Context: an optimization exercise on an open-source flow, tuned for small area. The choices shown serve that exercise and are no tape-out recipe. The RTL was checked by simulation tests, not by an equivalence proof against the original design.

## design/flow/run.sh

```bash
#!/bin/bash
# synth_recipe.tcl (not shown) runs the flow's synth.tcl, then flattens the netlist and writes it again
# the make line also repeats each setting of config.mk as NAME=value (left out here)
make -C /OpenROAD-flow-scripts/flow DESIGN_CONFIG=/design/flow/config.mk WORK_HOME=/design/flow/orfs CLKGATE_MAP_FILE= SYNTH_SCRIPT=/design/flow/synth_recipe.tcl finish
```

## design/flow/config.mk

```make
export PLATFORM = sky130hd
export DESIGN_NAME = met_decim
export DESIGN_NICKNAME = met_decim
export VERILOG_FILES = /design/flow/design.v
export SDC_FILE = /design/flow/constraint.sdc
export NUM_CORES = 4
export LEC_CHECK = 0
export CAP_MARGIN = 20
export CORE_MARGIN = 2
export CORE_UTILIZATION = 40
export SLEW_MARGIN = 20
```

## design/flow/constraint.sdc

```tcl
create_clock -name core_clock -period 25.0 [get_ports {clk}]
set_input_delay 5.0000 -clock core_clock [delete_from_list [all_inputs] [get_ports {clk}]]
set_output_delay 5.0000 -clock core_clock [all_outputs]
set_load 0.01 [all_outputs]
```

## design/flow/design.v

```verilog
module met_shift_sat (
    input  wire signed [47:0] v,
    input  wire        [4:0]  s,
    output reg  signed [23:0] y,
    output reg                ovf
);
    reg signed [47:0] r;
    always @* begin
        if (s == 5'd0)
            r = v;
        else
            r = (v + (48'sd1 <<< (s - 5'd1))) >>> s;
        if (r > 48'sd8388607) begin
            y   = 24'sd8388607;
            ovf = 1'b1;
        end else if (r < -48'sd8388608) begin
            y   = -24'sd8388608;
            ovf = 1'b1;
        end else begin
            y   = r[23:0];
            ovf = 1'b0;
        end
    end
endmodule
module met_cic5 (
    input  wire               clk,
    input  wire               rst,
    input  wire               in_valid,
    input  wire               in_bit,
    input  wire               dec,
    output reg  signed [26:0] out,
    output reg                out_valid
);
    reg  [26:0] integ [0:4];
    reg  [26:0] dly   [0:4];
    reg  [26:0] integ_n [0:4];
    reg  [26:0] comb    [0:5];
    integer n;
    always @* begin
        integ_n[0] = integ[0] + (in_bit ? 27'd1 : 27'h7ffffff);
        for (n = 1; n < 5; n = n + 1)
            integ_n[n] = integ[n] + integ_n[n-1];
        comb[0] = integ_n[4];
        for (n = 0; n < 5; n = n + 1)
            comb[n+1] = comb[n] - dly[n];
    end
    always @(posedge clk) begin
        if (rst) begin
            for (n = 0; n < 5; n = n + 1) begin
                integ[n] <= 27'd0;
                dly[n]   <= 27'd0;
            end
            out       <= 27'sd0;
            out_valid <= 1'b0;
        end else begin
            out_valid <= in_valid & dec;
            if (in_valid) begin
                for (n = 0; n < 5; n = n + 1)
                    integ[n] <= integ_n[n];
                if (dec) begin
                    for (n = 0; n < 5; n = n + 1)
                        dly[n] <= comb[n];
                    out <= comb[5];
                end
            end
        end
    end
endmodule
module met_fir #(
    parameter integer NTAP = 23,
    parameter [NTAP*18-1:0] COEF = {NTAP*18{1'b0}}
) (
    input  wire               clk,
    input  wire               rst,
    input  wire               in_valid,
    input  wire signed [23:0] in_data,
    input  wire               in_ovf,
    input  wire               in_take,
    input  wire        [4:0]  sh,
    output reg                out_valid,
    output reg  signed [23:0] out_data,
    output reg                out_ovf
);
    reg signed [23:0] line  [0:NTAP-1];
    reg [NTAP-1:0]          fline;
    reg                     calc;
    reg signed [47:0]       acc;
    wire signed [23:0]      y;
    wire                    sat;
    integer t;
    always @* begin
        acc = 48'sd0;
        for (t = 0; t < NTAP; t = t + 1)
            acc = acc + $signed(COEF[t*18 +: 18]) * line[t];
    end
    met_shift_sat u_sat (.v(acc), .s(sh), .y(y), .ovf(sat));
    always @(posedge clk) begin
        if (rst) begin
            for (t = 0; t < NTAP; t = t + 1)
                line[t] <= 24'sd0;
            fline     <= {NTAP{1'b0}};
            calc      <= 1'b0;
            out_valid <= 1'b0;
            out_data  <= 24'sd0;
            out_ovf   <= 1'b0;
        end else begin
            calc      <= in_valid & in_take;
            out_valid <= calc;
            if (in_valid) begin
                line[0] <= in_data;
                for (t = 1; t < NTAP; t = t + 1)
                    line[t] <= line[t-1];
                fline <= {fline[NTAP-2:0], in_ovf};
            end
            if (calc) begin
                out_data <= y;
                out_ovf  <= sat | (|fline);
            end
        end
    end
endmodule
module met_decim (
    input  wire        clk,
    input  wire        rst,         
    input  wire        bit_valid,
    input  wire        bit_in,
    input  wire [4:0]  sh1,
    input  wire [4:0]  sh2,
    input  wire [4:0]  sh3,
    output reg         out_valid,
    output reg  [23:0] out_data,
    output reg         out_ovf,
    output reg         out_stuck
);
    localparam [23*18-1:0] C2 = {
        -18'sd112,  18'sd0,  18'sd724,   18'sd0, -18'sd2156, 18'sd0,
         18'sd5102, 18'sd0, -18'sd11210, 18'sd0,  18'sd40420,
         18'sd65536,
         18'sd40420, 18'sd0, -18'sd11210, 18'sd0, 18'sd5102, 18'sd0,
        -18'sd2156,  18'sd0,  18'sd724,   18'sd0, -18'sd112};
    localparam [27*18-1:0] C3 = {
        -18'sd29,   18'sd0,    18'sd293,  18'sd785,  18'sd928,  18'sd0,
        -18'sd2110, -18'sd4254, -18'sd4229, 18'sd0,   18'sd8758,
         18'sd19834, 18'sd29131,
         18'sd32858,
         18'sd29131, 18'sd19834, 18'sd8758, 18'sd0, -18'sd4229, -18'sd4254,
        -18'sd2110,  18'sd0,    18'sd928,  18'sd785,  18'sd293,  18'sd0,
        -18'sd29};
    reg  [7:0]  bitpos;
    wire        dec1 = (bitpos[4:0] == 5'd13);
    wire        take2 = bitpos[5];
    wire        take3 = (bitpos[7:5] == 3'b111);
    reg         last_bit;
    reg  [11:0] run;
    wire [11:0] run_n = (run != 12'd0 && bit_in == last_bit) ?
                        ((run == 12'd2048) ? run : run + 12'd1) : 12'd1;
    reg         s1_take2, s1_take3, s1_stuck;
    reg         s2_take3, s2_stuck;
    reg         s3_stuck;
    always @(posedge clk) begin
        if (rst) begin
            bitpos   <= 8'd0;
            last_bit <= 1'b0;
            run      <= 12'd0;
            s1_take2 <= 1'b0;
            s1_take3 <= 1'b0;
            s1_stuck <= 1'b0;
        end else if (bit_valid) begin
            bitpos   <= bitpos + 8'd1;
            last_bit <= bit_in;
            run      <= run_n;
            if (dec1) begin
                s1_take2 <= take2;
                s1_take3 <= take3;
                s1_stuck <= (run_n == 12'd2048);
            end
        end
    end
    wire signed [26:0] cic_out;
    wire               cic_valid;
    met_cic5 u_cic (
        .clk(clk), .rst(rst), .in_valid(bit_valid), .in_bit(bit_in), .dec(dec1),
        .out(cic_out), .out_valid(cic_valid));
    wire signed [23:0] s1_y;
    wire               s1_ovf;
    met_shift_sat u_sat1 (
        .v({{21{cic_out[26]}}, cic_out}), .s(sh1), .y(s1_y), .ovf(s1_ovf));
    wire               s2_valid;
    wire signed [23:0] s2_data;
    wire               s2_ovf;
    met_fir #(.NTAP(23), .COEF(C2)) u_fir2 (
        .clk(clk), .rst(rst), .in_valid(cic_valid), .in_data(s1_y), .in_ovf(s1_ovf),
        .in_take(s1_take2), .sh(sh2),
        .out_valid(s2_valid), .out_data(s2_data), .out_ovf(s2_ovf));
    wire               s3_valid;
    wire signed [23:0] s3_data;
    wire               s3_ovf;
    met_fir #(.NTAP(27), .COEF(C3)) u_fir3 (
        .clk(clk), .rst(rst), .in_valid(s2_valid), .in_data(s2_data), .in_ovf(s2_ovf),
        .in_take(s2_take3), .sh(sh3),
        .out_valid(s3_valid), .out_data(s3_data), .out_ovf(s3_ovf));
    always @(posedge clk) begin
        if (rst) begin
            s2_take3 <= 1'b0;
            s2_stuck <= 1'b0;
            s3_stuck <= 1'b0;
        end else begin
            if (cic_valid & s1_take2) begin
                s2_take3 <= s1_take3;
                s2_stuck <= s1_stuck;
            end
            if (s2_valid & s2_take3)
                s3_stuck <= s2_stuck;
        end
    end
    always @(posedge clk) begin
        if (rst) begin
            out_valid <= 1'b0;
            out_data  <= 24'd0;
            out_ovf   <= 1'b0;
            out_stuck <= 1'b0;
        end else begin
            out_valid <= s3_valid;
            if (s3_valid) begin
                out_data  <= s3_data;
                out_ovf   <= s3_ovf;
                out_stuck <= s3_stuck;
            end
        end
    end
endmodule
```

==> summary.txt <==
[path summary, 6_finish.rpt]
| path | end | cells after the start | slack (ps) |
|---|---|---|---|
| worst min-delay path | u_cic.dly[4][15] | 2 | 450 |
| worst max register to register | u_fir3.out_data[14] | 56 | 6050 |
| worst max-delay path | u_fir3.out_data[14] | 56 | 6050 |
| worst min register to register | u_cic.dly[4][15] | 2 | 450 |
[worst max-delay path: cells and delay by family, from the launching register on]
| kind | cells | cell delay, ps |
|---|---|---|
| AOI/OAI and AO/OA | 25 | 8090 |
| xor gates and xnor gates | 3 | 940 |
| adders and majority gates | 16 | 6790 |
| buffers and inverters | 3 | 150 |
| DFF | 1 | 600 |
| and+or+nand+nor | 9 | 2240 |
[flip-flops by register name, summed over array words and instances (netlist names), 23 cells and up]
register and flops:
u_fir3.line 648, u_fir2.line 552, u_cic.dly 135, u_cic.integ 135
u_cic.out 27, u_fir3.fline 27, out_data 24, u_fir2.out_data 24
u_fir3.out_data 24, u_fir2.fline 23
[cells by family after synthesis]
kind of cell	count (synthesis)
mux	1602
simple gates	5411
buf+inv	7832
fa+ha+maj	9091
flops	1656
xor+xnor	1485
compound gates	3780
[layer usage]
| layer | vias up | share of wire | track usage | wire (um) |
|---|---|---|---|---|
| li1 | 98400 | - | - | - |
| met1 | 104000 | 0.47 | 0.326 | 386000 |
| met2 | 4192 | 0.45 | 0.359 | 365000 |
| met3 | 776 | 0.058 | 0.0326 | 47500 |
| met4 | 18 | 0.025 | 0.0488 | 20800 |
| met5 | - | 0.00013 | 0 | 104 |
[cell type report]
| cell class | count | area share |
|---|---|---|
| antenna | 3 | 0.0000244 |
| inverter | 7184 | 0.0875 |
| clock inverter | 104 | 0.00501 |
| timing repair buffer | 228 | 0.00622 |
| clock buffer | 302 | 0.0206 |
| sequential | 1656 | 0.108 |
| multi-input combinational | 21400 | 0.734 |
| tap | 9577 | 0.0389 |
[Yosys cell counts, drive strengths merged, types with 437 or more instances]
library cell     n  share of area
a21oi         1193          0.021
clkbuf         475         0.0062
dfxtp         1656           0.11
fa            4511           0.31
ha            4578           0.20
inv           7180          0.093
mux2i         1526          0.053
nand2         1092          0.014
nor2          2465          0.032
nor3           437         0.0076
o21ai          651          0.011
xnor2          958          0.029
xor2           526          0.016
==> impl_metrics.toml <==
[outcome]
status = "finished clean"

[timing]
finalSetupTns_ps = 0
setup_viol = 0
min_period_ps = 18950
worst_hold_slack_ps = 452
max_freq_mhz = 52.8
worst_pin_slew_ps = 1280
period_share = 0.758
final_hold_viol_count = 0
setup_ws_ps = 6050
finalMaxSlewViolations = 0
clock_skew_ps = 72.6
rsz0062_at_grt = "false"
max-slew-margin-rel = 0.127

[route]
dr.first_iter.drc_count = 12900
vias = 207000
viasPerCell = 5.13
dr.pass1.iters = 6
wl_per_cell_um = 20.3
wirelength_um = 819000
detail-route-antenna-nets = 0
drc_errors = 0

[critical_path]
cp.arrival_ps = 19820
crit_path_end_kind = "flip-flop"
rr_startpoint = "u_fir3.line[18][3]"
cp.required_ps = 25870
critPathLaunch = "u_fir3.line[18][3]"
cp-start-kind = "flip-flop"
slowest_stage = "o41ai_2"
crit_path_frequent_cell = "fa_1"
crit_path_max_fanout = 22
critPathKind = "reg -> reg"
max_stage_delay_ps = 760

[clock_network]
htree_levels = 4
cts_tree = "done"
cts_setup_buffers = 0
path_clk_slew_ps = 60
cts_max_path_buffers = 4
cts_root_buffer = "clkbuf_16"
cts_num_sinks = 1656
cts_resized = 0
insertion_delay_ps = 1030
cts_hold_buf = 0
cts_buffers = 224

[cells_and_area]
layout-drive-gt1-share = 0.0291
nFillCells = 70400
syn2layout_area_growth_pct = 6.75
final_cell_mix = "7,177 x inv_1, 4,578 x ha_1, 4,511 x fa_1"
final_cell_area_um2 = 308000
final_common_cell = "inv_1"
final_core_util = 0.428
multi_input_area_um2 = 226000
finalNonFillerCells = 40400
seqCellArea_um2 = 33200
nNetsFinal = 39800

[synthesis]
syn-cell-area_um2 = 289000
synth_compound_area_frac = 0.0860
synth_cells = 30900
syn_avg_cell_area_um2 = 9.36
ys_ff_latch = 1656
synth_fa_ha_area_frac = 0.511
synth.net_count = 40000
synth_edf_count = 0
yosysSeqAreaShare = 0.115
ys.flop_type = "dfxtp_1"
yosys_warnings = 11
ys_async_sr_fraction = 0
yosysUniqueCellTypes = 121
synth.area.mux_share = 0.0566
synthXorXnorAreaFrac = 0.0453
synth-simple-area-share = 0.0841
synth_top_family_by_area = "adder cells"

[floorplan]
initial_utilization = 0.401
core.rowCount = 312
die_area_um2 = 729000
coreArea_um2 = 721000
die_h_um = 854
ios = 46
die_x_um = 854

[worst_hold_path]
min-delay-start = "u_cic.dly[4][15]"
hp-class = "reg -> reg"

[grt]
grt_pass1_wl_um = 1280000
grt_pass1_vias = 214000
grtUsageTotal = 0.226
antenna_found_initial = 16
grt-ovfl-total = 0
grt_max_degree = 215

[placed_design]
postPlaceCellArea_um2 = 300000
dpl.cell_count = 40000
gp_congestion = 0.979
dp_slack_ps = 5470
port_buffers = 45
dpl.hpwl_um = 692000

[job]
cap_violations = 0

separate check: timing with driven ports:
In the flow no input, the clock included, has a driving cell. The finished layout below was timed again as built, in two steps.
Step 1, drivers: a clkbuf_16 drives clk and a buf_2 each remaining input, both assumed.
Step 2 times the ports against the registers' clock, not the clock port: input delays grow and output delays shrink by t, the midpoint of the rising clock arrivals with the driver on.
a / b / c = no drivers / after step 1 / after step 2; a / b = the first two.
shift t [ns]: 1.128
setup WS [ns]: 6.047 / 6.047 / 5.333
worst register clock-pin slew, ns: 0.08 / 0.08
After both steps setup and hold are still met in this run. For this run, drivers alone change the setup slack by 0.000 ns; drivers and shift together by -0.714 ns.
